Background: an optimization exercise with open tools, aiming at small area. Do not read the settings as production practice. Only simulation tests tie the RTL to the original design; equivalence was not proved.

==> flow/design.v, too long to show whole: its modules and the start of the top module <==
// module le_lane_alu: 3430 lines
// module le_fa: 4 lines
// module le_bsel: 3 lines
// module le_ha: 4 lines
module le_lane_alu (
    input  wire        clk,
    input  wire        rst,         
    input  wire        in_valid,
    input  wire [2:0]  op,
    input  wire        mod_sel,     
    input  wire [31:0] a,
    input  wire [31:0] b,
    input  wire [31:0] w,
    output reg         out_valid,
    output wire [31:0] x,
    output wire [31:0] y
);
  // ...
==> flow/run.sh <==
#!/bin/bash
# synth_recipe.tcl (not shown) runs the flow's synth.tcl, then flattens the netlist and writes it again
# the make line also repeats each setting of config.mk as NAME=value (left out here)
make -C /OpenROAD-flow-scripts/flow DESIGN_CONFIG=/design/flow/config.mk WORK_HOME=/design/flow/orfs CLKGATE_MAP_FILE= SYNTH_SCRIPT=/design/flow/synth_recipe.tcl finish
==> flow/config.mk <==
export PLATFORM = sky130hd
export DESIGN_NAME = le_lane_alu
export DESIGN_NICKNAME = le_lane_alu
export VERILOG_FILES = /design/flow/design.v
export SDC_FILE = /design/flow/constraint.sdc
export NUM_CORES = 4
export LEC_CHECK = 0
export ABC_AREA = 1
export CAP_MARGIN = 20
export CORE_MARGIN = 2
export CORE_UTILIZATION = 40
export CTS_BUF_LIST = sky130_fd_sc_hd__clkbuf_4
export SLEW_MARGIN = 20
==> flow/constraint.sdc <==
create_clock -name core_clock -period 18.0 [get_ports {clk}]
set_input_delay 3.6000 -clock core_clock [delete_from_list [all_inputs] [get_ports {clk}]]
set_output_delay 3.6000 -clock core_clock [all_outputs]
set_load 0.01 [all_outputs]
==> reports/metrics.yaml, run 1 <==
yosys:
  synth_compound_area_frac: 0.102
  synth-xor-area-share: 0.0747
  syn_inst: 3978
  muxShareOfSynthArea: 0.000843
  synth_cell_types: 38
floorplan:
  die_area_um2: 91500
  die_x_um: 302
route:
  wl_met2_mm: 49.4
  drc_errors: 0
  wl_met1_mm: 43.1
  drtAntennaViolNets: 0
  top_layer_used: "met4"
finish:
  n_all_inverters: 981
  dominant_cells: "multi-input combinational cells"
  final-nonclk-buf-share: 0.0490
timing:
  layout_setup_ws_ps: 718
  slew_headroom: 0.262
  fin_crit_sh: 0.960
  timing.fmax_mhz: 57.9
hold_path:
  min_delay_path_depth: 0
global_route:
  grt_use_met3: 0.0482
  busiest_layer: "met2"
clock_network:
  cts_setup_buffers: 0
  hold_buffers: 0
worst_setup_path:
  critPathBufInv: 5
  crit_cells: 37
  critPathMostFrequentCell: "fa_1"
outcome:
  status: "timing/DRC/antenna clean"
==> run 2, diff against run 1 <==
--- a/flow/design.v
+++ b/flow/design.v
@@ -228,5 +228,5 @@
     wire gs139, gc140;
     assign gs139 = gc92 ^ 1'b1 ^ gc138;
-    assign gc140 = (gc92 & 1'b1) | (gc92 & gc138) | (1'b1 & gc138);
+    assign gc140 = 1'b0;
     assign ab_dif[23] = gs139;
     wire gs141, gc142;
@@ -286,5 +286,5 @@
     wire gs187, gc188;
     assign gs187 = 1'b1 ^ a[11];
-    assign gc188 = 1'b1 & a[11];
+    assign gc188 = 1'b0;
     wire [22:0] a_k;
     assign a_k[0] = a[0];
@@ -349,5 +349,6 @@
     assign a_k[21] = gs225;
     wire gs227, gc228;
-    le_fa ugs227 (.a(gc186), .b(gs187), .c(gc226), .s(gs227), .co(gc228));
+    assign gs227 = gc186 ^ gs187 ^ gc226;
+    assign gc228 = 1'b0;
     assign a_k[22] = gs227;
     wire [22:0] x0 = (op_ct | op_gs)         ? w[22:0] :
@@ -2269,5 +2270,5 @@
     wire gs1754, gc1755;
     assign gs1754 = gc1701 ^ 1'b1 ^ gc1753;
-    assign gc1755 = (gc1701 & 1'b1) | (gc1701 & gc1753) | (1'b1 & gc1753);
+    assign gc1755 = 1'b0;
     assign sd2[26] = gs1754;
     wire gs1756, gc1757;
@@ -2615,5 +2616,5 @@
     wire gs2022, gc2023;
     assign gs2022 = 1'b1 ^ r3[22];
-    assign gc2023 = 1'b1 & r3[22];
+    assign gc2023 = 1'b0;
     wire [22:0] td0;
     wire gs2024, gc2025;
@@ -2685,5 +2686,6 @@
     assign td0[21] = gs2066;
     wire gs2068, gc2069;
-    le_fa ugs2068 (.a(gc2021), .b(gs2022), .c(gc2067), .s(gs2068), .co(gc2069));
+    assign gs2068 = gc2021 ^ gs2022 ^ gc2067;
+    assign gc2069 = 1'b0;
     assign td0[22] = gs2068;
     wire [24:0] td1;
@@ -2773,5 +2775,5 @@
     wire gs2118, gc2119;
     assign gs2118 = 1'b1 ^ gc2117;
-    assign gc2119 = 1'b1 & gc2117;
+    assign gc2119 = 1'b0;
     assign td1[24] = gs2118;
     wire [22:0] td = td1[24] ? td0 : td1[22:0];
@@ -2826,10 +2828,10 @@
     assign tk[10] = gs2144;
     wire gs2146, gc2147;
-    le_fa ugs2146 (.a(r3[11]), .b(kq[11]), .c(gc2145), .s(gs2146), .co(gc2147));
+    assign gs2146 = r3[11] ^ kq[11] ^ gc2145;
+    assign gc2147 = 1'b0;
     assign tk[11] = gs2146;
     wire [22:0] t3 = md3 ? td : {11'd0, tk};
     wire ct4 = (op4 == 3'd5), gs4 = (op4 == 3'd6), add4 = (op4 == 3'd0),
          sub4 = (op4 == 3'd1);
-    wire [22:0] q4 = md4 ? 23'd8380417 : 23'd3329;
     wire [22:0] tt4 = gs4 ? 23'd0 : t4;
     wire [24:0] u0;
@@ -2907,505 +2909,426 @@
     assign u0[23] = gs2194;
     assign u0[24] = gc2195;
+    wire nmd4 = ~md4;
     wire gs2196, gc2197;
     assign gs2196 = 1'b1 ^ s4[0];
     assign gc2197 = 1'b1 & s4[0];
     wire gs2198, gc2199;
-    le_ha ugs2198 (.a(s4[1]), .b(tt4[1]), .s(gs2198), .co(gc2199));
+    assign gs2198 = 1'b1 ^ s4[1] ^ tt4[1];
+    assign gc2199 = (1'b1 & s4[1]) | (1'b1 & tt4[1]) | (s4[1] & tt4[1]);
     wire gs2200, gc2201;
-    le_ha ugs2200 (.a(s4[2]), .b(tt4[2]), .s(gs2200), .co(gc2201));
+    assign gs2200 = 1'b1 ^ s4[2] ^ tt4[2];
+    assign gc2201 = (1'b1 & s4[2]) | (1'b1 & tt4[2]) | (s4[2] & tt4[2]);
     wire gs2202, gc2203;
-    le_ha ugs2202 (.a(s4[3]), .b(tt4[3]), .s(gs2202), .co(gc2203));
+    assign gs2202 = 1'b1 ^ s4[3] ^ tt4[3];
+    assign gc2203 = (1'b1 & s4[3]) | (1'b1 & tt4[3]) | (s4[3] & tt4[3]);
     wire gs2204, gc2205;
-    le_ha ugs2204 (.a(s4[4]), .b(tt4[4]), .s(gs2204), .co(gc2205));
+    assign gs2204 = 1'b1 ^ s4[4] ^ tt4[4];
+    assign gc2205 = (1'b1 & s4[4]) | (1'b1 & tt4[4]) | (s4[4] & tt4[4]);
     wire gs2206, gc2207;
-    le_ha ugs2206 (.a(s4[5]), .b(tt4[5]), .s(gs2206), .co(gc2207));
+    assign gs2206 = 1'b1 ^ s4[5] ^ tt4[5];
+    assign gc2207 = (1'b1 & s4[5]) | (1'b1 & tt4[5]) | (s4[5] & tt4[5]);
     wire gs2208, gc2209;
-    le_ha ugs2208 (.a(s4[6]), .b(tt4[6]), .s(gs2208), .co(gc2209));
+    assign gs2208 = 1'b1 ^ s4[6] ^ tt4[6];
+    assign gc2209 = (1'b1 & s4[6]) | (1'b1 & tt4[6]) | (s4[6] & tt4[6]);
     wire gs2210, gc2211;
-    le_ha ugs2210 (.a(s4[7]), .b(tt4[7]), .s(gs2210), .co(gc2211));
+    assign gs2210 = 1'b1 ^ s4[7] ^ tt4[7];
+    assign gc2211 = (1'b1 & s4[7]) | (1'b1 & tt4[7]) | (s4[7] & tt4[7]);
     wire gs2212, gc2213;
-    le_ha ugs2212 (.a(s4[8]), .b(tt4[8]), .s(gs2212), .co(gc2213));
+    le_fa ugs2212 (.a(s4[8]), .b(tt4[8]), .c((~nmd4)), .s(gs2212), .co(gc2213));
     wire gs2214, gc2215;
-    le_ha ugs2214 (.a(s4[9]), .b(tt4[9]), .s(gs2214), .co(gc2215));
+    assign gs2214 = 1'b1 ^ s4[9] ^ tt4[9];
+    assign gc2215 = (1'b1 & s4[9]) | (1'b1 & tt4[9]) | (s4[9] & tt4[9]);
     wire gs2216, gc2217;
-    le_ha ugs2216 (.a(s4[10]), .b(tt4[10]), .s(gs2216), .co(gc2217));
+    le_fa ugs2216 (.a(s4[10]), .b(tt4[10]), .c((~nmd4)), .s(gs2216), .co(gc2217));
     wire gs2218, gc2219;
-    le_ha ugs2218 (.a(s4[11]), .b(tt4[11]), .s(gs2218), .co(gc2219));
+    le_fa ugs2218 (.a(s4[11]), .b(tt4[11]), .c((~nmd4)), .s(gs2218), .co(gc2219));
     wire gs2220, gc2221;
-    le_ha ugs2220 (.a(s4[12]), .b(tt4[12]), .s(gs2220), .co(gc2221));
+    assign gs2220 = 1'b1 ^ s4[12] ^ tt4[12];
+    assign gc2221 = (1'b1 & s4[12]) | (1'b1 & tt4[12]) | (s4[12] & tt4[12]);
     wire gs2222, gc2223;
-    le_ha ugs2222 (.a(s4[13]), .b(tt4[13]), .s(gs2222), .co(gc2223));
+    le_fa ugs2222 (.a(s4[13]), .b(tt4[13]), .c((~md4)), .s(gs2222), .co(gc2223));
     wire gs2224, gc2225;
-    le_ha ugs2224 (.a(s4[14]), .b(tt4[14]), .s(gs2224), .co(gc2225));
+    le_fa ugs2224 (.a(s4[14]), .b(tt4[14]), .c((~md4)), .s(gs2224), .co(gc2225));
     wire gs2226, gc2227;
-    le_ha ugs2226 (.a(s4[15]), .b(tt4[15]), .s(gs2226), .co(gc2227));
+    le_fa ugs2226 (.a(s4[15]), .b(tt4[15]), .c((~md4)), .s(gs2226), .co(gc2227));
     wire gs2228, gc2229;
-    le_ha ugs2228 (.a(s4[16]), .b(tt4[16]), .s(gs2228), .co(gc2229));
+    le_fa ugs2228 (.a(s4[16]), .b(tt4[16]), .c((~md4)), .s(gs2228), .co(gc2229));
     wire gs2230, gc2231;
-    le_ha ugs2230 (.a(s4[17]), .b(tt4[17]), .s(gs2230), .co(gc2231));
+    le_fa ugs2230 (.a(s4[17]), .b(tt4[17]), .c((~md4)), .s(gs2230), .co(gc2231));
     wire gs2232, gc2233;
-    le_ha ugs2232 (.a(s4[18]), .b(tt4[18]), .s(gs2232), .co(gc2233));
+    le_fa ugs2232 (.a(s4[18]), .b(tt4[18]), .c((~md4)), .s(gs2232), .co(gc2233));
     wire gs2234, gc2235;
-    le_ha ugs2234 (.a(s4[19]), .b(tt4[19]), .s(gs2234), .co(gc2235));
+    le_fa ugs2234 (.a(s4[19]), .b(tt4[19]), .c((~md4)), .s(gs2234), .co(gc2235));
     wire gs2236, gc2237;
-    le_ha ugs2236 (.a(s4[20]), .b(tt4[20]), .s(gs2236), .co(gc2237));
+    le_fa ugs2236 (.a(s4[20]), .b(tt4[20]), .c((~md4)), .s(gs2236), .co(gc2237));
     wire gs2238, gc2239;
-    le_ha ugs2238 (.a(s4[21]), .b(tt4[21]), .s(gs2238), .co(gc2239));
+    le_fa ugs2238 (.a(s4[21]), .b(tt4[21]), .c((~md4)), .s(gs2238), .co(gc2239));
     wire gs2240, gc2241;
-    le_ha ugs2240 (.a(s4[22]), .b(tt4[22]), .s(gs2240), .co(gc2241));
+    le_fa ugs2240 (.a(s4[22]), .b(tt4[22]), .c((~md4)), .s(gs2240), .co(gc2241));
     wire gs2242, gc2243;
-    assign gs2242 = tt4[0] ^ (~q4[0]);
-    assign gc2243 = tt4[0] & (~q4[0]);
+    assign gs2242 = 1'b1 ^ s4[23];
+    assign gc2243 = 1'b1 & s4[23];
+    wire [25:0] u1;
     wire gs2244, gc2245;
-    le_fa ugs2244 (.a((~q4[1])), .b(gc2197), .c(gs2198), .s(gs2244), .co(gc2245));
+    le_ha ugs2244 (.a(gs2196), .b(tt4[0]), .s(gs2244), .co(gc2245));
+    assign u1[0] = gs2244;
     wire gs2246, gc2247;
-    le_fa ugs2246 (.a((~q4[2])), .b(gc2199), .c(gs2200), .s(gs2246), .co(gc2247));
+    le_fa ugs2246 (.a(gc2197), .b(gs2198), .c(gc2245), .s(gs2246), .co(gc2247));
+    assign u1[1] = gs2246;
     wire gs2248, gc2249;
-    le_fa ugs2248 (.a((~q4[3])), .b(gc2201), .c(gs2202), .s(gs2248), .co(gc2249));
+    le_fa ugs2248 (.a(gc2199), .b(gs2200), .c(gc2247), .s(gs2248), .co(gc2249));
+    assign u1[2] = gs2248;
     wire gs2250, gc2251;
-    le_fa ugs2250 (.a((~q4[4])), .b(gc2203), .c(gs2204), .s(gs2250), .co(gc2251));
+    le_fa ugs2250 (.a(gc2201), .b(gs2202), .c(gc2249), .s(gs2250), .co(gc2251));
+    assign u1[3] = gs2250;
     wire gs2252, gc2253;
-    le_fa ugs2252 (.a((~q4[5])), .b(gc2205), .c(gs2206), .s(gs2252), .co(gc2253));
+    le_fa ugs2252 (.a(gc2203), .b(gs2204), .c(gc2251), .s(gs2252), .co(gc2253));
+    assign u1[4] = gs2252;
     wire gs2254, gc2255;
-    le_fa ugs2254 (.a((~q4[6])), .b(gc2207), .c(gs2208), .s(gs2254), .co(gc2255));
+    le_fa ugs2254 (.a(gc2205), .b(gs2206), .c(gc2253), .s(gs2254), .co(gc2255));
+    assign u1[5] = gs2254;
     wire gs2256, gc2257;
-    le_fa ugs2256 (.a((~q4[7])), .b(gc2209), .c(gs2210), .s(gs2256), .co(gc2257));
+    le_fa ugs2256 (.a(gc2207), .b(gs2208), .c(gc2255), .s(gs2256), .co(gc2257));
+    assign u1[6] = gs2256;
     wire gs2258, gc2259;
-    le_fa ugs2258 (.a((~q4[8])), .b(gc2211), .c(gs2212), .s(gs2258), .co(gc2259));
+    le_fa ugs2258 (.a(gc2209), .b(gs2210), .c(gc2257), .s(gs2258), .co(gc2259));
+    assign u1[7] = gs2258;
     wire gs2260, gc2261;
-    le_fa ugs2260 (.a((~q4[9])), .b(gc2213), .c(gs2214), .s(gs2260), .co(gc2261));
+    le_fa ugs2260 (.a(gc2211), .b(gs2212), .c(gc2259), .s(gs2260), .co(gc2261));
+    assign u1[8] = gs2260;
     wire gs2262, gc2263;
-    le_fa ugs2262 (.a((~q4[10])), .b(gc2215), .c(gs2216), .s(gs2262), .co(gc2263));
+    le_fa ugs2262 (.a(gc2213), .b(gs2214), .c(gc2261), .s(gs2262), .co(gc2263));
+    assign u1[9] = gs2262;
     wire gs2264, gc2265;
-    le_fa ugs2264 (.a((~q4[11])), .b(gc2217), .c(gs2218), .s(gs2264), .co(gc2265));
+    le_fa ugs2264 (.a(gc2215), .b(gs2216), .c(gc2263), .s(gs2264), .co(gc2265));
+    assign u1[10] = gs2264;
     wire gs2266, gc2267;
-    le_fa ugs2266 (.a((~q4[12])), .b(gc2219), .c(gs2220), .s(gs2266), .co(gc2267));
+    le_fa ugs2266 (.a(gc2217), .b(gs2218), .c(gc2265), .s(gs2266), .co(gc2267));
+    assign u1[11] = gs2266;
     wire gs2268, gc2269;
-    le_fa ugs2268 (.a((~q4[13])), .b(gc2221), .c(gs2222), .s(gs2268), .co(gc2269));
+    le_fa ugs2268 (.a(gc2219), .b(gs2220), .c(gc2267), .s(gs2268), .co(gc2269));
+    assign u1[12] = gs2268;
     wire gs2270, gc2271;
-    le_fa ugs2270 (.a((~q4[14])), .b(gc2223), .c(gs2224), .s(gs2270), .co(gc2271));
+    le_fa ugs2270 (.a(gc2221), .b(gs2222), .c(gc2269), .s(gs2270), .co(gc2271));
+    assign u1[13] = gs2270;
     wire gs2272, gc2273;
-    le_fa ugs2272 (.a((~q4[15])), .b(gc2225), .c(gs2226), .s(gs2272), .co(gc2273));
+    le_fa ugs2272 (.a(gc2223), .b(gs2224), .c(gc2271), .s(gs2272), .co(gc2273));
+    assign u1[14] = gs2272;
     wire gs2274, gc2275;
-    le_fa ugs2274 (.a((~q4[16])), .b(gc2227), .c(gs2228), .s(gs2274), .co(gc2275));
+    le_fa ugs2274 (.a(gc2225), .b(gs2226), .c(gc2273), .s(gs2274), .co(gc2275));
+    assign u1[15] = gs2274;
     wire gs2276, gc2277;
-    le_fa ugs2276 (.a((~q4[17])), .b(gc2229), .c(gs2230), .s(gs2276), .co(gc2277));
+    le_fa ugs2276 (.a(gc2227), .b(gs2228), .c(gc2275), .s(gs2276), .co(gc2277));
+    assign u1[16] = gs2276;
     wire gs2278, gc2279;
-    le_fa ugs2278 (.a((~q4[18])), .b(gc2231), .c(gs2232), .s(gs2278), .co(gc2279));
+    le_fa ugs2278 (.a(gc2229), .b(gs2230), .c(gc2277), .s(gs2278), .co(gc2279));
+    assign u1[17] = gs2278;
     wire gs2280, gc2281;
-    le_fa ugs2280 (.a((~q4[19])), .b(gc2233), .c(gs2234), .s(gs2280), .co(gc2281));
+    le_fa ugs2280 (.a(gc2231), .b(gs2232), .c(gc2279), .s(gs2280), .co(gc2281));
+    assign u1[18] = gs2280;
     wire gs2282, gc2283;
-    le_fa ugs2282 (.a((~q4[20])), .b(gc2235), .c(gs2236), .s(gs2282), .co(gc2283));
+    le_fa ugs2282 (.a(gc2233), .b(gs2234), .c(gc2281), .s(gs2282), .co(gc2283));
+    assign u1[19] = gs2282;
     wire gs2284, gc2285;
-    le_fa ugs2284 (.a((~q4[21])), .b(gc2237), .c(gs2238), .s(gs2284), .co(gc2285));
+    le_fa ugs2284 (.a(gc2235), .b(gs2236), .c(gc2283), .s(gs2284), .co(gc2285));
+    assign u1[20] = gs2284;
     wire gs2286, gc2287;
-    le_fa ugs2286 (.a((~q4[22])), .b(gc2239), .c(gs2240), .s(gs2286), .co(gc2287));
+    le_fa ugs2286 (.a(gc2237), .b(gs2238), .c(gc2285), .s(gs2286), .co(gc2287));
+    assign u1[21] = gs2286;
     wire gs2288, gc2289;
-    assign gs2288 = 1'b1 ^ s4[23] ^ gc2241;
-    assign gc2289 = (1'b1 & s4[23]) | (1'b1 & gc2241) | (s4[23] & gc2241);
-    wire [25:0] u1;
+    le_fa ugs2288 (.a(gc2239), .b(gs2240), .c(gc2287), .s(gs2288), .co(gc2289));
+    assign u1[22] = gs2288;
     wire gs2290, gc2291;
-    le_ha ugs2290 (.a(gs2242), .b(gs2196), .s(gs2290), .co(gc2291));
-    assign u1[0] = gs2290;
+    le_fa ugs2290 (.a(gc2241), .b(gs2242), .c(gc2289), .s(gs2290), .co(gc2291));
+    assign u1[23] = gs2290;
     wire gs2292, gc2293;
-    le_fa ugs2292 (.a(gc2243), .b(gs2244), .c(gc2291), .s(gs2292), .co(gc2293));
-    assign u1[1] = gs2292;
+    assign gs2292 = gc2243 ^ 1'b1 ^ gc2291;
+    assign gc2293 = (gc2243 & 1'b1) | (gc2243 & gc2291) | (1'b1 & gc2291);
+    assign u1[24] = gs2292;
     wire gs2294, gc2295;
-    le_fa ugs2294 (.a(gc2245), .b(gs2246), .c(gc2293), .s(gs2294), .co(gc2295));
-    assign u1[2] = gs2294;
+    assign gs2294 = 1'b1 ^ gc2293;
+    assign gc2295 = 1'b0;
+    assign u1[25] = gs2294;
+    wire [22:0] addr4 = u1[25] ? u0[22:0] : u1[22:0];
     wire gs2296, gc2297;
-    le_fa ugs2296 (.a(gc2247), .b(gs2248), .c(gc2295), .s(gs2296), .co(gc2297));
-    assign u1[3] = gs2296;
+    assign gs2296 = 1'b1 ^ s4[0];
+    assign gc2297 = 1'b1 & s4[0];
     wire gs2298, gc2299;
-    le_fa ugs2298 (.a(gc2249), .b(gs2250), .c(gc2297), .s(gs2298), .co(gc2299));
-    assign u1[4] = gs2298;
+    assign gs2298 = s4[1] ^ (~t4[1]);
+    assign gc2299 = s4[1] & (~t4[1]);
     wire gs2300, gc2301;
-    le_fa ugs2300 (.a(gc2251), .b(gs2252), .c(gc2299), .s(gs2300), .co(gc2301));
-    assign u1[5] = gs2300;
+    assign gs2300 = s4[2] ^ (~t4[2]);
+    assign gc2301 = s4[2] & (~t4[2]);
     wire gs2302, gc2303;
-    le_fa ugs2302 (.a(gc2253), .b(gs2254), .c(gc2301), .s(gs2302), .co(gc2303));
-    assign u1[6] = gs2302;
+    assign gs2302 = s4[3] ^ (~t4[3]);
+    assign gc2303 = s4[3] & (~t4[3]);
     wire gs2304, gc2305;
-    le_fa ugs2304 (.a(gc2255), .b(gs2256), .c(gc2303), .s(gs2304), .co(gc2305));
-    assign u1[7] = gs2304;
+    assign gs2304 = s4[4] ^ (~t4[4]);
+    assign gc2305 = s4[4] & (~t4[4]);
     wire gs2306, gc2307;
-    le_fa ugs2306 (.a(gc2257), .b(gs2258), .c(gc2305), .s(gs2306), .co(gc2307));
-    assign u1[8] = gs2306;
+    assign gs2306 = s4[5] ^ (~t4[5]);
+    assign gc2307 = s4[5] & (~t4[5]);
     wire gs2308, gc2309;
-    le_fa ugs2308 (.a(gc2259), .b(gs2260), .c(gc2307), .s(gs2308), .co(gc2309));
-    assign u1[9] = gs2308;
+    assign gs2308 = s4[6] ^ (~t4[6]);
+    assign gc2309 = s4[6] & (~t4[6]);
     wire gs2310, gc2311;
-    le_fa ugs2310 (.a(gc2261), .b(gs2262), .c(gc2309), .s(gs2310), .co(gc2311));
-    assign u1[10] = gs2310;
+    assign gs2310 = s4[7] ^ (~t4[7]);
+    assign gc2311 = s4[7] & (~t4[7]);
     wire gs2312, gc2313;
-    le_fa ugs2312 (.a(gc2263), .b(gs2264), .c(gc2311), .s(gs2312), .co(gc2313));
-    assign u1[11] = gs2312;
+    assign gs2312 = s4[8] ^ (~t4[8]);
+    assign gc2313 = s4[8] & (~t4[8]);
     wire gs2314, gc2315;
-    le_fa ugs2314 (.a(gc2265), .b(gs2266), .c(gc2313), .s(gs2314), .co(gc2315));
-    assign u1[12] = gs2314;
+    assign gs2314 = s4[9] ^ (~t4[9]);
+    assign gc2315 = s4[9] & (~t4[9]);
     wire gs2316, gc2317;
-    le_fa ugs2316 (.a(gc2267), .b(gs2268), .c(gc2315), .s(gs2316), .co(gc2317));
-    assign u1[13] = gs2316;
+    assign gs2316 = s4[10] ^ (~t4[10]);
+    assign gc2317 = s4[10] & (~t4[10]);
     wire gs2318, gc2319;
-    le_fa ugs2318 (.a(gc2269), .b(gs2270), .c(gc2317), .s(gs2318), .co(gc2319));
-    assign u1[14] = gs2318;
+    assign gs2318 = s4[11] ^ (~t4[11]);
+    assign gc2319 = s4[11] & (~t4[11]);
     wire gs2320, gc2321;
-    le_fa ugs2320 (.a(gc2271), .b(gs2272), .c(gc2319), .s(gs2320), .co(gc2321));
-    assign u1[15] = gs2320;
+    assign gs2320 = s4[12] ^ (~t4[12]);
+    assign gc2321 = s4[12] & (~t4[12]);
     wire gs2322, gc2323;
-    le_fa ugs2322 (.a(gc2273), .b(gs2274), .c(gc2321), .s(gs2322), .co(gc2323));
-    assign u1[16] = gs2322;
+    assign gs2322 = s4[13] ^ (~t4[13]);
+    assign gc2323 = s4[13] & (~t4[13]);
     wire gs2324, gc2325;
-    le_fa ugs2324 (.a(gc2275), .b(gs2276), .c(gc2323), .s(gs2324), .co(gc2325));
-    assign u1[17] = gs2324;
+    assign gs2324 = s4[14] ^ (~t4[14]);
+    assign gc2325 = s4[14] & (~t4[14]);
     wire gs2326, gc2327;
-    le_fa ugs2326 (.a(gc2277), .b(gs2278), .c(gc2325), .s(gs2326), .co(gc2327));
-    assign u1[18] = gs2326;
+    assign gs2326 = s4[15] ^ (~t4[15]);
+    assign gc2327 = s4[15] & (~t4[15]);
     wire gs2328, gc2329;
-    le_fa ugs2328 (.a(gc2279), .b(gs2280), .c(gc2327), .s(gs2328), .co(gc2329));
-    assign u1[19] = gs2328;
+    assign gs2328 = s4[16] ^ (~t4[16]);
+    assign gc2329 = s4[16] & (~t4[16]);
     wire gs2330, gc2331;
-    le_fa ugs2330 (.a(gc2281), .b(gs2282), .c(gc2329), .s(gs2330), .co(gc2331));
-    assign u1[20] = gs2330;
+    assign gs2330 = s4[17] ^ (~t4[17]);
+    assign gc2331 = s4[17] & (~t4[17]);
     wire gs2332, gc2333;
-    le_fa ugs2332 (.a(gc2283), .b(gs2284), .c(gc2331), .s(gs2332), .co(gc2333));
-    assign u1[21] = gs2332;
+    assign gs2332 = s4[18] ^ (~t4[18]);
+    assign gc2333 = s4[18] & (~t4[18]);
     wire gs2334, gc2335;
-    le_fa ugs2334 (.a(gc2285), .b(gs2286), .c(gc2333), .s(gs2334), .co(gc2335));
-    assign u1[22] = gs2334;
+    assign gs2334 = s4[19] ^ (~t4[19]);
+    assign gc2335 = s4[19] & (~t4[19]);
     wire gs2336, gc2337;
-    le_fa ugs2336 (.a(gc2287), .b(gs2288), .c(gc2335), .s(gs2336), .co(gc2337));
-    assign u1[23] = gs2336;
+    assign gs2336 = s4[20] ^ (~t4[20]);
+    assign gc2337 = s4[20] & (~t4[20]);
     wire gs2338, gc2339;
-    assign gs2338 = gc2289 ^ 1'b1 ^ gc2337;
-    assign gc2339 = (gc2289 & 1'b1) | (gc2289 & gc2337) | (1'b1 & gc2337);
-    assign u1[24] = gs2338;
+    assign gs2338 = s4[21] ^ (~t4[21]);
+    assign gc2339 = s4[21] & (~t4[21]);
     wire gs2340, gc2341;
-    assign gs2340 = 1'b1 ^ gc2339;
-    assign gc2341 = 1'b1 & gc2339;
-    assign u1[25] = gs2340;
-    wire [22:0] addr4 = u1[25] ? u0[22:0] : u1[22:0];
+    assign gs2340 = s4[22] ^ (~t4[22]);
+    assign gc2341 = s4[22] & (~t4[22]);
+    wire [24:0] sb0;
     wire gs2342, gc2343;
-    assign gs2342 = 1'b1 ^ s4[0];
-    assign gc2343 = 1'b1 & s4[0];
+    assign gs2342 = gs2296 ^ (~t4[0]);
+    assign gc2343 = gs2296 & (~t4[0]);
+    assign sb0[0] = gs2342;
     wire gs2344, gc2345;
-    assign gs2344 = s4[1] ^ (~t4[1]);
-    assign gc2345 = s4[1] & (~t4[1]);
+    le_fa ugs2344 (.a(gc2297), .b(gs2298), .c(gc2343), .s(gs2344), .co(gc2345));
+    assign sb0[1] = gs2344;
     wire gs2346, gc2347;
-    assign gs2346 = s4[2] ^ (~t4[2]);
-    assign gc2347 = s4[2] & (~t4[2]);
+    le_fa ugs2346 (.a(gc2299), .b(gs2300), .c(gc2345), .s(gs2346), .co(gc2347));
+    assign sb0[2] = gs2346;
     wire gs2348, gc2349;
-    assign gs2348 = s4[3] ^ (~t4[3]);
-    assign gc2349 = s4[3] & (~t4[3]);
+    le_fa ugs2348 (.a(gc2301), .b(gs2302), .c(gc2347), .s(gs2348), .co(gc2349));
+    assign sb0[3] = gs2348;
     wire gs2350, gc2351;
-    assign gs2350 = s4[4] ^ (~t4[4]);
-    assign gc2351 = s4[4] & (~t4[4]);
+    le_fa ugs2350 (.a(gc2303), .b(gs2304), .c(gc2349), .s(gs2350), .co(gc2351));
+    assign sb0[4] = gs2350;
     wire gs2352, gc2353;
-    assign gs2352 = s4[5] ^ (~t4[5]);
-    assign gc2353 = s4[5] & (~t4[5]);
+    le_fa ugs2352 (.a(gc2305), .b(gs2306), .c(gc2351), .s(gs2352), .co(gc2353));
+    assign sb0[5] = gs2352;
     wire gs2354, gc2355;
-    assign gs2354 = s4[6] ^ (~t4[6]);
-    assign gc2355 = s4[6] & (~t4[6]);
+    le_fa ugs2354 (.a(gc2307), .b(gs2308), .c(gc2353), .s(gs2354), .co(gc2355));
+    assign sb0[6] = gs2354;
     wire gs2356, gc2357;
-    assign gs2356 = s4[7] ^ (~t4[7]);
-    assign gc2357 = s4[7] & (~t4[7]);
+    le_fa ugs2356 (.a(gc2309), .b(gs2310), .c(gc2355), .s(gs2356), .co(gc2357));
+    assign sb0[7] = gs2356;
     wire gs2358, gc2359;
-    assign gs2358 = s4[8] ^ (~t4[8]);
-    assign gc2359 = s4[8] & (~t4[8]);
+    le_fa ugs2358 (.a(gc2311), .b(gs2312), .c(gc2357), .s(gs2358), .co(gc2359));
+    assign sb0[8] = gs2358;
     wire gs2360, gc2361;
-    assign gs2360 = s4[9] ^ (~t4[9]);
-    assign gc2361 = s4[9] & (~t4[9]);
+    le_fa ugs2360 (.a(gc2313), .b(gs2314), .c(gc2359), .s(gs2360), .co(gc2361));
+    assign sb0[9] = gs2360;
     wire gs2362, gc2363;
-    assign gs2362 = s4[10] ^ (~t4[10]);
-    assign gc2363 = s4[10] & (~t4[10]);
+    le_fa ugs2362 (.a(gc2315), .b(gs2316), .c(gc2361), .s(gs2362), .co(gc2363));
+    assign sb0[10] = gs2362;
     wire gs2364, gc2365;
-    assign gs2364 = s4[11] ^ (~t4[11]);
-    assign gc2365 = s4[11] & (~t4[11]);
+    le_fa ugs2364 (.a(gc2317), .b(gs2318), .c(gc2363), .s(gs2364), .co(gc2365));
+    assign sb0[11] = gs2364;
     wire gs2366, gc2367;
-    assign gs2366 = s4[12] ^ (~t4[12]);
-    assign gc2367 = s4[12] & (~t4[12]);
+    le_fa ugs2366 (.a(gc2319), .b(gs2320), .c(gc2365), .s(gs2366), .co(gc2367));
+    assign sb0[12] = gs2366;
     wire gs2368, gc2369;
-    assign gs2368 = s4[13] ^ (~t4[13]);
-    assign gc2369 = s4[13] & (~t4[13]);
+    le_fa ugs2368 (.a(gc2321), .b(gs2322), .c(gc2367), .s(gs2368), .co(gc2369));
+    assign sb0[13] = gs2368;
     wire gs2370, gc2371;
-    assign gs2370 = s4[14] ^ (~t4[14]);
-    assign gc2371 = s4[14] & (~t4[14]);
+    le_fa ugs2370 (.a(gc2323), .b(gs2324), .c(gc2369), .s(gs2370), .co(gc2371));
+    assign sb0[14] = gs2370;
     wire gs2372, gc2373;
-    assign gs2372 = s4[15] ^ (~t4[15]);
-    assign gc2373 = s4[15] & (~t4[15]);
+    le_fa ugs2372 (.a(gc2325), .b(gs2326), .c(gc2371), .s(gs2372), .co(gc2373));
+    assign sb0[15] = gs2372;
     wire gs2374, gc2375;
-    assign gs2374 = s4[16] ^ (~t4[16]);
-    assign gc2375 = s4[16] & (~t4[16]);
+    le_fa ugs2374 (.a(gc2327), .b(gs2328), .c(gc2373), .s(gs2374), .co(gc2375));
+    assign sb0[16] = gs2374;
     wire gs2376, gc2377;
-    assign gs2376 = s4[17] ^ (~t4[17]);
-    assign gc2377 = s4[17] & (~t4[17]);
+    le_fa ugs2376 (.a(gc2329), .b(gs2330), .c(gc2375), .s(gs2376), .co(gc2377));
+    assign sb0[17] = gs2376;
     wire gs2378, gc2379;
-    assign gs2378 = s4[18] ^ (~t4[18]);
-    assign gc2379 = s4[18] & (~t4[18]);
+    le_fa ugs2378 (.a(gc2331), .b(gs2332), .c(gc2377), .s(gs2378), .co(gc2379));
+    assign sb0[18] = gs2378;
     wire gs2380, gc2381;
-    assign gs2380 = s4[19] ^ (~t4[19]);
-    assign gc2381 = s4[19] & (~t4[19]);
+    le_fa ugs2380 (.a(gc2333), .b(gs2334), .c(gc2379), .s(gs2380), .co(gc2381));
+    assign sb0[19] = gs2380;
     wire gs2382, gc2383;
-    assign gs2382 = s4[20] ^ (~t4[20]);
-    assign gc2383 = s4[20] & (~t4[20]);
+    le_fa ugs2382 (.a(gc2335), .b(gs2336), .c(gc2381), .s(gs2382), .co(gc2383));
+    assign sb0[20] = gs2382;
     wire gs2384, gc2385;
-    assign gs2384 = s4[21] ^ (~t4[21]);
-    assign gc2385 = s4[21] & (~t4[21]);
+    le_fa ugs2384 (.a(gc2337), .b(gs2338), .c(gc2383), .s(gs2384), .co(gc2385));
+    assign sb0[21] = gs2384;
     wire gs2386, gc2387;
-    assign gs2386 = s4[22] ^ (~t4[22]);
-    assign gc2387 = s4[22] & (~t4[22]);
-    wire [24:0] sb0;
+    le_fa ugs2386 (.a(gc2339), .b(gs2340), .c(gc2385), .s(gs2386), .co(gc2387));
+    assign sb0[22] = gs2386;
     wire gs2388, gc2389;
-    assign gs2388 = gs2342 ^ (~t4[0]);
-    assign gc2389 = gs2342 & (~t4[0]);
-    assign sb0[0] = gs2388;
+    assign gs2388 = gc2341 ^ 1'b1 ^ gc2387;
+    assign gc2389 = (gc2341 & 1'b1) | (gc2341 & gc2387) | (1'b1 & gc2387);
+    assign sb0[23] = gs2388;
     wire gs2390, gc2391;
-    le_fa ugs2390 (.a(gc2343), .b(gs2344), .c(gc2389), .s(gs2390), .co(gc2391));
-    assign sb0[1] = gs2390;
+    assign gs2390 = 1'b1 ^ gc2389;
+    assign gc2391 = 1'b0;
+    assign sb0[24] = gs2390;
     wire gs2392, gc2393;
-    le_fa ugs2392 (.a(gc2345), .b(gs2346), .c(gc2391), .s(gs2392), .co(gc2393));
-    assign sb0[2] = gs2392;
+    assign gs2392 = 1'b1 ^ s4[1];
+    assign gc2393 = 1'b1 & s4[1];
     wire gs2394, gc2395;
-    le_fa ugs2394 (.a(gc2347), .b(gs2348), .c(gc2393), .s(gs2394), .co(gc2395));
-    assign sb0[3] = gs2394;
+    assign gs2394 = s4[2] ^ (~t4[2]);
+    assign gc2395 = s4[2] & (~t4[2]);
     wire gs2396, gc2397;
-    le_fa ugs2396 (.a(gc2349), .b(gs2350), .c(gc2395), .s(gs2396), .co(gc2397));
-    assign sb0[4] = gs2396;
+    assign gs2396 = s4[3] ^ (~t4[3]);
+    assign gc2397 = s4[3] & (~t4[3]);
     wire gs2398, gc2399;
-    le_fa ugs2398 (.a(gc2351), .b(gs2352), .c(gc2397), .s(gs2398), .co(gc2399));
-    assign sb0[5] = gs2398;
+    assign gs2398 = s4[4] ^ (~t4[4]);
+    assign gc2399 = s4[4] & (~t4[4]);
     wire gs2400, gc2401;
-    le_fa ugs2400 (.a(gc2353), .b(gs2354), .c(gc2399), .s(gs2400), .co(gc2401));
-    assign sb0[6] = gs2400;
+    assign gs2400 = s4[5] ^ (~t4[5]);
+    assign gc2401 = s4[5] & (~t4[5]);
     wire gs2402, gc2403;
-    le_fa ugs2402 (.a(gc2355), .b(gs2356), .c(gc2401), .s(gs2402), .co(gc2403));
-    assign sb0[7] = gs2402;
+    assign gs2402 = s4[6] ^ (~t4[6]);
+    assign gc2403 = s4[6] & (~t4[6]);
     wire gs2404, gc2405;
-    le_fa ugs2404 (.a(gc2357), .b(gs2358), .c(gc2403), .s(gs2404), .co(gc2405));
-    assign sb0[8] = gs2404;
+    assign gs2404 = s4[7] ^ (~t4[7]);
+    assign gc2405 = s4[7] & (~t4[7]);
     wire gs2406, gc2407;
-    le_fa ugs2406 (.a(gc2359), .b(gs2360), .c(gc2405), .s(gs2406), .co(gc2407));
-    assign sb0[9] = gs2406;
+    le_fa ugs2406 (.a(s4[8]), .b(nmd4), .c((~t4[8])), .s(gs2406), .co(gc2407));
     wire gs2408, gc2409;
-    le_fa ugs2408 (.a(gc2361), .b(gs2362), .c(gc2407), .s(gs2408), .co(gc2409));
-    assign sb0[10] = gs2408;
+    assign gs2408 = s4[9] ^ (~t4[9]);
+    assign gc2409 = s4[9] & (~t4[9]);
     wire gs2410, gc2411;
-    le_fa ugs2410 (.a(gc2363), .b(gs2364), .c(gc2409), .s(gs2410), .co(gc2411));
-    assign sb0[11] = gs2410;
+    le_fa ugs2410 (.a(s4[10]), .b(nmd4), .c((~t4[10])), .s(gs2410), .co(gc2411));
     wire gs2412, gc2413;
-    le_fa ugs2412 (.a(gc2365), .b(gs2366), .c(gc2411), .s(gs2412), .co(gc2413));
-    assign sb0[12] = gs2412;
+    le_fa ugs2412 (.a(s4[11]), .b(nmd4), .c((~t4[11])), .s(gs2412), .co(gc2413));
     wire gs2414, gc2415;
-    le_fa ugs2414 (.a(gc2367), .b(gs2368), .c(gc2413), .s(gs2414), .co(gc2415));
-    assign sb0[13] = gs2414;
+    assign gs2414 = s4[12] ^ (~t4[12]);
+    assign gc2415 = s4[12] & (~t4[12]);
     wire gs2416, gc2417;
-    le_fa ugs2416 (.a(gc2369), .b(gs2370), .c(gc2415), .s(gs2416), .co(gc2417));
-    assign sb0[14] = gs2416;
+    le_fa ugs2416 (.a(s4[13]), .b(md4), .c((~t4[13])), .s(gs2416), .co(gc2417));
     wire gs2418, gc2419;
-    le_fa ugs2418 (.a(gc2371), .b(gs2372), .c(gc2417), .s(gs2418), .co(gc2419));
-    assign sb0[15] = gs2418;
+    le_fa ugs2418 (.a(s4[14]), .b(md4), .c((~t4[14])), .s(gs2418), .co(gc2419));
     wire gs2420, gc2421;
-    le_fa ugs2420 (.a(gc2373), .b(gs2374), .c(gc2419), .s(gs2420), .co(gc2421));
-    assign sb0[16] = gs2420;
+    le_fa ugs2420 (.a(s4[15]), .b(md4), .c((~t4[15])), .s(gs2420), .co(gc2421));
     wire gs2422, gc2423;
-    le_fa ugs2422 (.a(gc2375), .b(gs2376), .c(gc2421), .s(gs2422), .co(gc2423));
-    assign sb0[17] = gs2422;
+    le_fa ugs2422 (.a(s4[16]), .b(md4), .c((~t4[16])), .s(gs2422), .co(gc2423));
     wire gs2424, gc2425;
-    le_fa ugs2424 (.a(gc2377), .b(gs2378), .c(gc2423), .s(gs2424), .co(gc2425));
-    assign sb0[18] = gs2424;
+    le_fa ugs2424 (.a(s4[17]), .b(md4), .c((~t4[17])), .s(gs2424), .co(gc2425));
     wire gs2426, gc2427;
-    le_fa ugs2426 (.a(gc2379), .b(gs2380), .c(gc2425), .s(gs2426), .co(gc2427));
-    assign sb0[19] = gs2426;
+    le_fa ugs2426 (.a(s4[18]), .b(md4), .c((~t4[18])), .s(gs2426), .co(gc2427));
     wire gs2428, gc2429;
-    le_fa ugs2428 (.a(gc2381), .b(gs2382), .c(gc2427), .s(gs2428), .co(gc2429));
-    assign sb0[20] = gs2428;
+    le_fa ugs2428 (.a(s4[19]), .b(md4), .c((~t4[19])), .s(gs2428), .co(gc2429));
     wire gs2430, gc2431;
-    le_fa ugs2430 (.a(gc2383), .b(gs2384), .c(gc2429), .s(gs2430), .co(gc2431));
-    assign sb0[21] = gs2430;
+    le_fa ugs2430 (.a(s4[20]), .b(md4), .c((~t4[20])), .s(gs2430), .co(gc2431));
     wire gs2432, gc2433;
-    le_fa ugs2432 (.a(gc2385), .b(gs2386), .c(gc2431), .s(gs2432), .co(gc2433));
-    assign sb0[22] = gs2432;
+    le_fa ugs2432 (.a(s4[21]), .b(md4), .c((~t4[21])), .s(gs2432), .co(gc2433));
     wire gs2434, gc2435;
-    assign gs2434 = gc2387 ^ 1'b1 ^ gc2433;
-    assign gc2435 = (gc2387 & 1'b1) | (gc2387 & gc2433) | (1'b1 & gc2433);
-    assign sb0[23] = gs2434;
+    le_fa ugs2434 (.a(s4[22]), .b(md4), .c((~t4[22])), .s(gs2434), .co(gc2435));
+    wire [24:0] sb1;
     wire gs2436, gc2437;
-    assign gs2436 = 1'b1 ^ gc2435;
-    assign gc2437 = 1'b1 & gc2435;
-    assign sb0[24] = gs2436;
+    assign gs2436 = s4[0] ^ (~t4[0]);
+    assign gc2437 = s4[0] & (~t4[0]);
+    assign sb1[0] = gs2436;
     wire gs2438, gc2439;
-    assign gs2438 = 1'b1 ^ s4[0];
-    assign gc2439 = 1'b1 & s4[0];
+    le_fa ugs2438 (.a(gs2392), .b((~t4[1])), .c(gc2437), .s(gs2438), .co(gc2439));
+    assign sb1[1] = gs2438;
     wire gs2440, gc2441;
-    le_ha ugs2440 (.a(s4[1]), .b(q4[1]), .s(gs2440), .co(gc2441));
+    le_fa ugs2440 (.a(gc2393), .b(gs2394), .c(gc2439), .s(gs2440), .co(gc2441));
+    assign sb1[2] = gs2440;
     wire gs2442, gc2443;
-    le_ha ugs2442 (.a(s4[2]), .b(q4[2]), .s(gs2442), .co(gc2443));
+    le_fa ugs2442 (.a(gc2395), .b(gs2396), .c(gc2441), .s(gs2442), .co(gc2443));
+    assign sb1[3] = gs2442;
     wire gs2444, gc2445;
-    le_ha ugs2444 (.a(s4[3]), .b(q4[3]), .s(gs2444), .co(gc2445));
+    le_fa ugs2444 (.a(gc2397), .b(gs2398), .c(gc2443), .s(gs2444), .co(gc2445));
+    assign sb1[4] = gs2444;
     wire gs2446, gc2447;
-    le_ha ugs2446 (.a(s4[4]), .b(q4[4]), .s(gs2446), .co(gc2447));
+    le_fa ugs2446 (.a(gc2399), .b(gs2400), .c(gc2445), .s(gs2446), .co(gc2447));
+    assign sb1[5] = gs2446;
     wire gs2448, gc2449;
-    le_ha ugs2448 (.a(s4[5]), .b(q4[5]), .s(gs2448), .co(gc2449));
+    le_fa ugs2448 (.a(gc2401), .b(gs2402), .c(gc2447), .s(gs2448), .co(gc2449));
+    assign sb1[6] = gs2448;
     wire gs2450, gc2451;
-    le_ha ugs2450 (.a(s4[6]), .b(q4[6]), .s(gs2450), .co(gc2451));
+    le_fa ugs2450 (.a(gc2403), .b(gs2404), .c(gc2449), .s(gs2450), .co(gc2451));
+    assign sb1[7] = gs2450;
     wire gs2452, gc2453;
-    le_ha ugs2452 (.a(s4[7]), .b(q4[7]), .s(gs2452), .co(gc2453));
+    le_fa ugs2452 (.a(gc2405), .b(gs2406), .c(gc2451), .s(gs2452), .co(gc2453));
+    assign sb1[8] = gs2452;
     wire gs2454, gc2455;
-    le_ha ugs2454 (.a(s4[8]), .b(q4[8]), .s(gs2454), .co(gc2455));
+    le_fa ugs2454 (.a(gc2407), .b(gs2408), .c(gc2453), .s(gs2454), .co(gc2455));
+    assign sb1[9] = gs2454;
     wire gs2456, gc2457;
-    le_ha ugs2456 (.a(s4[9]), .b(q4[9]), .s(gs2456), .co(gc2457));
+    le_fa ugs2456 (.a(gc2409), .b(gs2410), .c(gc2455), .s(gs2456), .co(gc2457));
+    assign sb1[10] = gs2456;
     wire gs2458, gc2459;
-    le_ha ugs2458 (.a(s4[10]), .b(q4[10]), .s(gs2458), .co(gc2459));
+    le_fa ugs2458 (.a(gc2411), .b(gs2412), .c(gc2457), .s(gs2458), .co(gc2459));
+    assign sb1[11] = gs2458;
     wire gs2460, gc2461;
-    le_ha ugs2460 (.a(s4[11]), .b(q4[11]), .s(gs2460), .co(gc2461));
+    le_fa ugs2460 (.a(gc2413), .b(gs2414), .c(gc2459), .s(gs2460), .co(gc2461));
+    assign sb1[12] = gs2460;
     wire gs2462, gc2463;
-    le_ha ugs2462 (.a(s4[12]), .b(q4[12]), .s(gs2462), .co(gc2463));
+    le_fa ugs2462 (.a(gc2415), .b(gs2416), .c(gc2461), .s(gs2462), .co(gc2463));
+    assign sb1[13] = gs2462;
     wire gs2464, gc2465;
-    le_ha ugs2464 (.a(s4[13]), .b(q4[13]), .s(gs2464), .co(gc2465));
+    le_fa ugs2464 (.a(gc2417), .b(gs2418), .c(gc2463), .s(gs2464), .co(gc2465));
+    assign sb1[14] = gs2464;
     wire gs2466, gc2467;
-    le_ha ugs2466 (.a(s4[14]), .b(q4[14]), .s(gs2466), .co(gc2467));
+    le_fa ugs2466 (.a(gc2419), .b(gs2420), .c(gc2465), .s(gs2466), .co(gc2467));
+    assign sb1[15] = gs2466;
     wire gs2468, gc2469;
-    le_ha ugs2468 (.a(s4[15]), .b(q4[15]), .s(gs2468), .co(gc2469));
+    le_fa ugs2468 (.a(gc2421), .b(gs2422), .c(gc2467), .s(gs2468), .co(gc2469));
+    assign sb1[16] = gs2468;
     wire gs2470, gc2471;
-    le_ha ugs2470 (.a(s4[16]), .b(q4[16]), .s(gs2470), .co(gc2471));
+    le_fa ugs2470 (.a(gc2423), .b(gs2424), .c(gc2469), .s(gs2470), .co(gc2471));
+    assign sb1[17] = gs2470;
     wire gs2472, gc2473;
-    le_ha ugs2472 (.a(s4[17]), .b(q4[17]), .s(gs2472), .co(gc2473));
+    le_fa ugs2472 (.a(gc2425), .b(gs2426), .c(gc2471), .s(gs2472), .co(gc2473));
+    assign sb1[18] = gs2472;
     wire gs2474, gc2475;
-    le_ha ugs2474 (.a(s4[18]), .b(q4[18]), .s(gs2474), .co(gc2475));
+    le_fa ugs2474 (.a(gc2427), .b(gs2428), .c(gc2473), .s(gs2474), .co(gc2475));
+    assign sb1[19] = gs2474;
     wire gs2476, gc2477;
-    le_ha ugs2476 (.a(s4[19]), .b(q4[19]), .s(gs2476), .co(gc2477));
+    le_fa ugs2476 (.a(gc2429), .b(gs2430), .c(gc2475), .s(gs2476), .co(gc2477));
+    assign sb1[20] = gs2476;
     wire gs2478, gc2479;
-    le_ha ugs2478 (.a(s4[20]), .b(q4[20]), .s(gs2478), .co(gc2479));
+    le_fa ugs2478 (.a(gc2431), .b(gs2432), .c(gc2477), .s(gs2478), .co(gc2479));
+    assign sb1[21] = gs2478;
     wire gs2480, gc2481;
-    le_ha ugs2480 (.a(s4[21]), .b(q4[21]), .s(gs2480), .co(gc2481));
+    le_fa ugs2480 (.a(gc2433), .b(gs2434), .c(gc2479), .s(gs2480), .co(gc2481));
+    assign sb1[22] = gs2480;
     wire gs2482, gc2483;
-    le_ha ugs2482 (.a(s4[22]), .b(q4[22]), .s(gs2482), .co(gc2483));
+    assign gs2482 = gc2435 ^ 1'b1 ^ gc2481;
+    assign gc2483 = (gc2435 & 1'b1) | (gc2435 & gc2481) | (1'b1 & gc2481);
+    assign sb1[23] = gs2482;
     wire gs2484, gc2485;
-    assign gs2484 = q4[0] ^ (~t4[0]);
-    assign gc2485 = q4[0] & (~t4[0]);
-    wire gs2486, gc2487;
-    le_fa ugs2486 (.a((~t4[1])), .b(gc2439), .c(gs2440), .s(gs2486), .co(gc2487));
-    wire gs2488, gc2489;
-    le_fa ugs2488 (.a((~t4[2])), .b(gc2441), .c(gs2442), .s(gs2488), .co(gc2489));
-    wire gs2490, gc2491;
-    le_fa ugs2490 (.a((~t4[3])), .b(gc2443), .c(gs2444), .s(gs2490), .co(gc2491));
-    wire gs2492, gc2493;
-    le_fa ugs2492 (.a((~t4[4])), .b(gc2445), .c(gs2446), .s(gs2492), .co(gc2493));
-    wire gs2494, gc2495;
-    le_fa ugs2494 (.a((~t4[5])), .b(gc2447), .c(gs2448), .s(gs2494), .co(gc2495));
-    wire gs2496, gc2497;
-    le_fa ugs2496 (.a((~t4[6])), .b(gc2449), .c(gs2450), .s(gs2496), .co(gc2497));
-    wire gs2498, gc2499;
-    le_fa ugs2498 (.a((~t4[7])), .b(gc2451), .c(gs2452), .s(gs2498), .co(gc2499));
-    wire gs2500, gc2501;
-    le_fa ugs2500 (.a((~t4[8])), .b(gc2453), .c(gs2454), .s(gs2500), .co(gc2501));
-    wire gs2502, gc2503;
-    le_fa ugs2502 (.a((~t4[9])), .b(gc2455), .c(gs2456), .s(gs2502), .co(gc2503));
-    wire gs2504, gc2505;
-    le_fa ugs2504 (.a((~t4[10])), .b(gc2457), .c(gs2458), .s(gs2504), .co(gc2505));
-    wire gs2506, gc2507;
-    le_fa ugs2506 (.a((~t4[11])), .b(gc2459), .c(gs2460), .s(gs2506), .co(gc2507));
-    wire gs2508, gc2509;
-    le_fa ugs2508 (.a((~t4[12])), .b(gc2461), .c(gs2462), .s(gs2508), .co(gc2509));
-    wire gs2510, gc2511;
-    le_fa ugs2510 (.a((~t4[13])), .b(gc2463), .c(gs2464), .s(gs2510), .co(gc2511));
-    wire gs2512, gc2513;
-    le_fa ugs2512 (.a((~t4[14])), .b(gc2465), .c(gs2466), .s(gs2512), .co(gc2513));
-    wire gs2514, gc2515;
-    le_fa ugs2514 (.a((~t4[15])), .b(gc2467), .c(gs2468), .s(gs2514), .co(gc2515));
-    wire gs2516, gc2517;
-    le_fa ugs2516 (.a((~t4[16])), .b(gc2469), .c(gs2470), .s(gs2516), .co(gc2517));
-    wire gs2518, gc2519;
-    le_fa ugs2518 (.a((~t4[17])), .b(gc2471), .c(gs2472), .s(gs2518), .co(gc2519));
-    wire gs2520, gc2521;
-    le_fa ugs2520 (.a((~t4[18])), .b(gc2473), .c(gs2474), .s(gs2520), .co(gc2521));
-    wire gs2522, gc2523;
-    le_fa ugs2522 (.a((~t4[19])), .b(gc2475), .c(gs2476), .s(gs2522), .co(gc2523));
-    wire gs2524, gc2525;
-    le_fa ugs2524 (.a((~t4[20])), .b(gc2477), .c(gs2478), .s(gs2524), .co(gc2525));
-    wire gs2526, gc2527;
-    le_fa ugs2526 (.a((~t4[21])), .b(gc2479), .c(gs2480), .s(gs2526), .co(gc2527));
-    wire gs2528, gc2529;
-    le_fa ugs2528 (.a((~t4[22])), .b(gc2481), .c(gs2482), .s(gs2528), .co(gc2529));
-    wire gs2530, gc2531;
-    assign gs2530 = 1'b1 ^ gc2483;
-    assign gc2531 = 1'b1 & gc2483;
-    wire [24:0] sb1;
-    wire gs2532, gc2533;
-    le_ha ugs2532 (.a(gs2484), .b(gs2438), .s(gs2532), .co(gc2533));
-    assign sb1[0] = gs2532;
-    wire gs2534, gc2535;
-    le_fa ugs2534 (.a(gc2485), .b(gs2486), .c(gc2533), .s(gs2534), .co(gc2535));
-    assign sb1[1] = gs2534;
-    wire gs2536, gc2537;
-    le_fa ugs2536 (.a(gc2487), .b(gs2488), .c(gc2535), .s(gs2536), .co(gc2537));
-    assign sb1[2] = gs2536;
-    wire gs2538, gc2539;
-    le_fa ugs2538 (.a(gc2489), .b(gs2490), .c(gc2537), .s(gs2538), .co(gc2539));
-    assign sb1[3] = gs2538;
-    wire gs2540, gc2541;
-    le_fa ugs2540 (.a(gc2491), .b(gs2492), .c(gc2539), .s(gs2540), .co(gc2541));
-    assign sb1[4] = gs2540;
-    wire gs2542, gc2543;
-    le_fa ugs2542 (.a(gc2493), .b(gs2494), .c(gc2541), .s(gs2542), .co(gc2543));
-    assign sb1[5] = gs2542;
-    wire gs2544, gc2545;
-    le_fa ugs2544 (.a(gc2495), .b(gs2496), .c(gc2543), .s(gs2544), .co(gc2545));
-    assign sb1[6] = gs2544;
-    wire gs2546, gc2547;
-    le_fa ugs2546 (.a(gc2497), .b(gs2498), .c(gc2545), .s(gs2546), .co(gc2547));
-    assign sb1[7] = gs2546;
-    wire gs2548, gc2549;
-    le_fa ugs2548 (.a(gc2499), .b(gs2500), .c(gc2547), .s(gs2548), .co(gc2549));
-    assign sb1[8] = gs2548;
-    wire gs2550, gc2551;
-    le_fa ugs2550 (.a(gc2501), .b(gs2502), .c(gc2549), .s(gs2550), .co(gc2551));
-    assign sb1[9] = gs2550;
-    wire gs2552, gc2553;
-    le_fa ugs2552 (.a(gc2503), .b(gs2504), .c(gc2551), .s(gs2552), .co(gc2553));
-    assign sb1[10] = gs2552;
-    wire gs2554, gc2555;
-    le_fa ugs2554 (.a(gc2505), .b(gs2506), .c(gc2553), .s(gs2554), .co(gc2555));
-    assign sb1[11] = gs2554;
-    wire gs2556, gc2557;
-    le_fa ugs2556 (.a(gc2507), .b(gs2508), .c(gc2555), .s(gs2556), .co(gc2557));
-    assign sb1[12] = gs2556;
-    wire gs2558, gc2559;
-    le_fa ugs2558 (.a(gc2509), .b(gs2510), .c(gc2557), .s(gs2558), .co(gc2559));
-    assign sb1[13] = gs2558;
-    wire gs2560, gc2561;
-    le_fa ugs2560 (.a(gc2511), .b(gs2512), .c(gc2559), .s(gs2560), .co(gc2561));
-    assign sb1[14] = gs2560;
-    wire gs2562, gc2563;
-    le_fa ugs2562 (.a(gc2513), .b(gs2514), .c(gc2561), .s(gs2562), .co(gc2563));
-    assign sb1[15] = gs2562;
-    wire gs2564, gc2565;
-    le_fa ugs2564 (.a(gc2515), .b(gs2516), .c(gc2563), .s(gs2564), .co(gc2565));
-    assign sb1[16] = gs2564;
-    wire gs2566, gc2567;
-    le_fa ugs2566 (.a(gc2517), .b(gs2518), .c(gc2565), .s(gs2566), .co(gc2567));
-    assign sb1[17] = gs2566;
-    wire gs2568, gc2569;
-    le_fa ugs2568 (.a(gc2519), .b(gs2520), .c(gc2567), .s(gs2568), .co(gc2569));
-    assign sb1[18] = gs2568;
-    wire gs2570, gc2571;
-    le_fa ugs2570 (.a(gc2521), .b(gs2522), .c(gc2569), .s(gs2570), .co(gc2571));
-    assign sb1[19] = gs2570;
-    wire gs2572, gc2573;
-    le_fa ugs2572 (.a(gc2523), .b(gs2524), .c(gc2571), .s(gs2572), .co(gc2573));
-    assign sb1[20] = gs2572;
-    wire gs2574, gc2575;
-    le_fa ugs2574 (.a(gc2525), .b(gs2526), .c(gc2573), .s(gs2574), .co(gc2575));
-    assign sb1[21] = gs2574;
-    wire gs2576, gc2577;
-    le_fa ugs2576 (.a(gc2527), .b(gs2528), .c(gc2575), .s(gs2576), .co(gc2577));
-    assign sb1[22] = gs2576;
-    wire gs2578, gc2579;
-    le_fa ugs2578 (.a(gc2529), .b(gs2530), .c(gc2577), .s(gs2578), .co(gc2579));
-    assign sb1[23] = gs2578;
-    wire gs2580, gc2581;
-    assign gs2580 = gc2531 ^ 1'b1 ^ gc2579;
-    assign gc2581 = (gc2531 & 1'b1) | (gc2531 & gc2579) | (1'b1 & gc2579);
-    assign sb1[24] = gs2580;
+    assign gs2484 = 1'b1 ^ gc2483;
+    assign gc2485 = 1'b0;
+    assign sb1[24] = gs2484;
     wire [22:0] subr4 = sb0[24] ? sb1[22:0] : sb0[22:0];
     wire [22:0] x4 = (ct4 | gs4 | add4) ? addr4 :
==> flow/flow/run.sh (new file) <==
#!/bin/bash
# Own flow: the standard layout, except that synthesis maps the logic
# between the flip-flops with ABC's default script (see abc_wrap.tcl).
# Synthesis is otherwise the standard flow's own script (synth_recipe.tcl), so the
# registers and their names are the standard synthesis's.
set -euo pipefail
W=$(pwd)
cat "$W/flow/abc_wrap.tcl" "$W/synth_recipe.tcl" > "$W/own_synth.tcl"
sed "s#SYNTH_SCRIPT=[^ ]*#SYNTH_SCRIPT=$W/own_synth.tcl#" "$W/standard.sh" > "$W/own_synth.sh"
grep -q "SYNTH_SCRIPT=$W/own_synth.tcl" "$W/own_synth.sh"
bash "$W/own_synth.sh" synth > "$W/synth.log" 2>&1
bash "$W/standard.sh" > "$W/layout.log" 2>&1
==> flow/flow/abc_wrap.tcl (new file) <==
# Runs before synth_recipe.tcl. Every abc call of ORFS's synthesis is made with
# ABC's own default mapping script for a liberty, and with the clock period in
# picoseconds (ORFS hands ABC the period in the SDC's unit, nanoseconds here,
# which ABC reads as picoseconds and so maps every cone for speed).
proc abc {args} {
  foreach opt {-script -D} {
    set i [lsearch -exact $args $opt]
    if {$i >= 0} { set args [lreplace $args $i [expr {$i + 1}]] }
  }
  set ps 18000
  if {[info exists ::env(FLOW_PERIOD_NS)] && $::env(FLOW_PERIOD_NS) ne ""} {
    set ps [expr {int(round($::env(FLOW_PERIOD_NS) * 1000))}]
  }
  lappend args -D $ps
  yosys abc {*}$args
}
==> flow/standard.sh (new file) <==
#!/bin/bash
# synth_recipe.tcl (not shown) runs the flow's synth.tcl, then flattens the netlist and writes it again
# the make line also repeats each setting of config.mk as NAME=value (left out here)
make -C /OpenROAD-flow-scripts/flow DESIGN_CONFIG=/design/flow/config.mk WORK_HOME=/design/flow/orfs CLKGATE_MAP_FILE= SYNTH_SCRIPT=/design/flow/synth_recipe.tcl "${@:-finish}"
--- a/flow/config.mk
+++ b/flow/config.mk
@@ -10,4 +10,5 @@
 export CORE_MARGIN = 2
 export CORE_UTILIZATION = 40
-export CTS_BUF_LIST = sky130_fd_sc_hd__clkbuf_4
 export SLEW_MARGIN = 20
+export SYNTH_HIERARCHICAL = 1
+export SYNTH_MINIMUM_KEEP_SIZE = 0
removed: flow/run.sh
==> run 2 against run 1 <==
  * Highest routed layer unchanged
  * Maximum frequency up 5.0%
  * Sequential share of layout area rose by 1.0 points
  * Critical path type unchanged
  * Worst setup slack gained 820 ps
==> reports/metrics.yaml, run 2 <==
timing:
  fin_crit_sh: 0.914  # was 0.960
  period_needed_ps: 16460  # was 17280 ps
  timing.fmax_mhz: 60.8  # was 57.9 MHz
  worst_clock_skew_ps: 46.8  # was 99.1 ps
  rsz0062_at_grt: "no"  # unchanged
  worst_pin_slew_ps: 1080  # was 1110 ps
  fin_tns_setup_ps: 0  # unchanged
  slew_headroom: 0.277  # was 0.262
  slew_violations: 0  # unchanged
  setup_viol: 0  # unchanged
  hold_slack_ps: 296  # was 285 ps
  layout_setup_ws_ps: 1540  # was 718 ps
  hold_viol: 0  # unchanged
route:
  drtAntennaViolNets: 0  # unchanged
  via_count: 22600  # was 26.9k
  drc_errors: 0  # unchanged
  drtIter0Drc: 1972  # was 1999
  drt_wl_total_mm: 94.8  # was 105 mm
  detail_route.wl_per_cell_um: 23.0  # was 19.8 um
  viasPerCell: 5.49  # was 5.09
  firstDrtPassIters: 6  # unchanged
floorplan:
  rows: 104  # was 109
  die_x_um: 290  # was 302 um
  die_area_um2: 83900  # was 91500 um2
  fp.dieH_um: 290  # was 302 um
  core_um2: 80700  # was 88400 um2
  start_util: 0.405  # was 0.403
  io_pins: 168  # unchanged
yosys:
  synth_top_cells_by_area: "fa_1 46%, dfxtp_1 16%, xnor2_1 7.7%, a22oi_1 6.6%, ha_1 6.5%"  # was fa_1 39%, dfxtp_1 15%, inv_1 10%, ha_1 8.5%, xor2_1 6.8%
  synth_enable_flop_cells: 0  # unchanged
  synth_commonest_cells: "751 x fa_1, 311 x inv_1, 288 x xnor2_1"  # was 968 x inv_1, 688 x fa_1, 440 x nand2_1
  avgSynthCellArea_um2: 11.4  # was 8.95 um2
  synth_cell_types: 43  # was 38
  synth_ff_type: "dfxtp_1"  # unchanged
  syn_inst: 2875  # was 3978
  yosys_warnings: 7  # was 1
  yosysTopAreaCell: "fa_1"  # unchanged
  ys_async_sr_fraction: 0  # unchanged
  syn_area_um2: 32600  # was 35600 um2
  synth_top_cell_area_share: 0.461  # was 0.387
  synth.most_common_cell: "fa_1"  # was inv_1
  ys_ff_latch: 260  # unchanged
  yosysSeqAreaShare: 0.159  # was 0.146
clock_network:
  htree_num_levels: 1  # was 3
  cts.path.max_buffers: 3  # unchanged
  cts_sinks: 260  # unchanged
  cts_tree: "built"  # unchanged
  cts_buffers: 30  # was 70
  hold_buffers: 0  # unchanged
  clkTransAtPathRegs_ps: 60  # about the same
  clock_latency_ps: 600  # was 770 ps
  cts_root_buf: "clkbuf_16"  # was clkbuf_4
  cts_setup_buffers: 0  # unchanged
  cts-resized-gates: 0  # unchanged
worst_setup_path:
  crit_cells: 31  # was 37
  arrival_ps: 12860  # was 13680 ps
  crit_end: "x[0]"  # unchanged
  reg2reg_from: "y1[1]"  # unchanged
  critPathBufInv: 1  # was 5
  path_class: "reg2out"  # unchanged
  critPathRequiredTime_ps: 14400  # about the same
  critPathMostFrequentCell: "fa_1"  # unchanged
  worstReg2RegEnd: "p2[34]"  # was p2[32]
  cp-start-kind: "flop"  # unchanged
  critPathMaxFanout: 23  # unchanged
  critPathLaunch: "op4[2]"  # was op4[1]
  r2r_slack_ps: 3790  # was 3870 ps
  slowest_stage: "nand3b_1"  # was clkdlybuf4s50_1
  r2r_cells: 36  # was 42
  critPathTopFamily: "adder cells"  # unchanged
  cp_slowest_stage_delay_ps: 570  # was 550 ps
  crit_path_end_kind: "output pin"  # unchanged
global_route:
  grt_pass1_wl_mm: 147  # was 162 mm
  grt_start_max_net_pins: 48  # was 53
  grt_pass1_vias: 24500  # was 27.8k
  grt_use_total: 0.231  # was 0.234
  antenna_found_initial: 1  # was 5
  grt.overflow.total: 0  # unchanged
placement:
  gp_congestion: 0.916  # was 0.948
  pre_cts_slack_ps: 2180  # was 1100 ps
  dp_hpwl_mm: 70.8  # was 82.5 mm
  numPortBuffers: 131  # unchanged
finish:
  fillCellCount: 7526  # was 8746
  top_register: "p2"  # unchanged
  drive_gt1_frac: 0.0602  # was 0.0595
  largest_registers: "p2 x47, r3 x27"  # unchanged
  final_cell_mix: "751 x fa_1, 311 x inv_1, 288 x xnor2_1"  # was 967 x inv_1, 687 x fa_1, 440 x nand2_1
  mostFrequentLayoutCell: "fa_1"  # was inv_1
  finalNetCount: 4062  # was 5096
  syn2layout_area_growth_pct: 12.2  # was 10.4%
  largest_reg_flops: 47  # unchanged
outcome:
  status: "timing/DRC/antenna clean"  # unchanged
job:
  cap_violations: 0  # unchanged
hold_path:
  hold_path_class: "reg2reg"  # unchanged
-- run 2: changes by cell type after synthesis, sizes merged, moves of 63 or more --
cell    change
a22oi     +286
o21ai     -116
nand2     -302
xnor2     +261
clkbuf     -98
xor2      -262
fa         +63
inv       -664
ha         -73
o22ai     -235
-- run 2: metal layers --
metal / track usage / vias to the layer above / share of wire
li1: - / 9791 / -
met1: 0.306 / 11700 / 0.42
met2: 0.386 / 946 / 0.48
met3: 0.0483 / 194 / 0.077
met4: 0.0624 / 0 / 0.030
met5: 0 / - / 0
-- run 2: kinds of logic (layout without fill, tap and decap cells) --
kind of cell | count (synthesis) | in the layout | synth area share
simple gates | 375 | 375 | 0.0505
buf+inv | 404 | 568 | 0.0485
compound gates | 553 | 553 | 0.116
flops | 260 | 260 | 0.159
xor+xnor | 303 | 303 | 0.0813
mux | 58 | 58 | 0.0188
fa+ha+maj | 921 | 921 | 0.526
other cells | 1 | 19 | 0.000115
-- run 2: worst min path at each step --
stage,start,depth (start not counted),to
after floorplan,md1,0,md2
after global placement,s1[21],0,s2[21]
after detailed placement,op3[1],0,op4[1]
after CTS,s1[23],0,s2[23]
after global routing,s1[23],0,s2[23]
final,s1[23],0,s2[23]
-- run 2: modules after synthesis, one instance, submodules excluded --
module | cell area (um2) | copies in the design | flops+latches | cells
le_lane_alu | 12600 | 1 | 260 | 1538
le_bsel | 16.3 | 264 | 0 | 2
le_ha | 12.5 | 58 | 0 | 1
le_fa | 20.0 | 751 | 0 | 1
-- run 2: final cells by class --
cell class / count / area, um2 / area share
Clock inverter: 15 / 179 / 0.00488
Inverter: 311 / 1170 / 0.0319
Clock buffer: 35 / 800 / 0.0218
Multi-Input combinational cell: 2228 / 26100 / 0.711
Antenna cell: 1 / 2.50 / 0.0000683
Tap cell: 1060 / 1330 / 0.0362
Timing Repair Buffer: 207 / 1890 / 0.0515
Sequential cell: 260 / 5220 / 0.142
-- run 2: through the flow --
stage	area, um2	util	std cells
after floorplan	32700	-	2892
after global placement	35600	0.442	4065
after detailed placement	35600	0.442	4065
after CTS	36600	0.454	4115
after global routing	36600	0.454	4116
final	36600	0.454	4117

what the ideal ports hide:
The results above use ideal ports. As a check the final layouts listed here were re-extracted and re-timed, cells and wires unchanged.
Step 1 sets driving cells, clkbuf_16 on the clock port and buf_2 on the other inputs (assumed; they add their load-dependent delay and slew).
Step 2 adds t to the input delays and takes it off the output delays; t is the mean of the earliest and latest rising clock arrival at the registers after step 1. Input paths then give back, and output paths get back, about the clock's delay inside the block.
Three values: no drivers, after step 1, after step 2; two values: the first two.
| run | t (ns) | setup slack, ns | clock arrival spread, ns | slew at the worst register clock pin (ns) | pins driven straight from the clock port |
|---|---|---|---|---|---|
| run 1 | 0.780 | 0.718 / 0.664 / 1.444 | 0.106 / 0.106 | 0.10 / 0.10 | 1 |
| run 2 | 0.645 | 1.543 / 1.476 / 2.122 | 0.047 / 0.047 | 0.07 / 0.07 | 1 |
After both steps setup and hold are still met in every run listed.
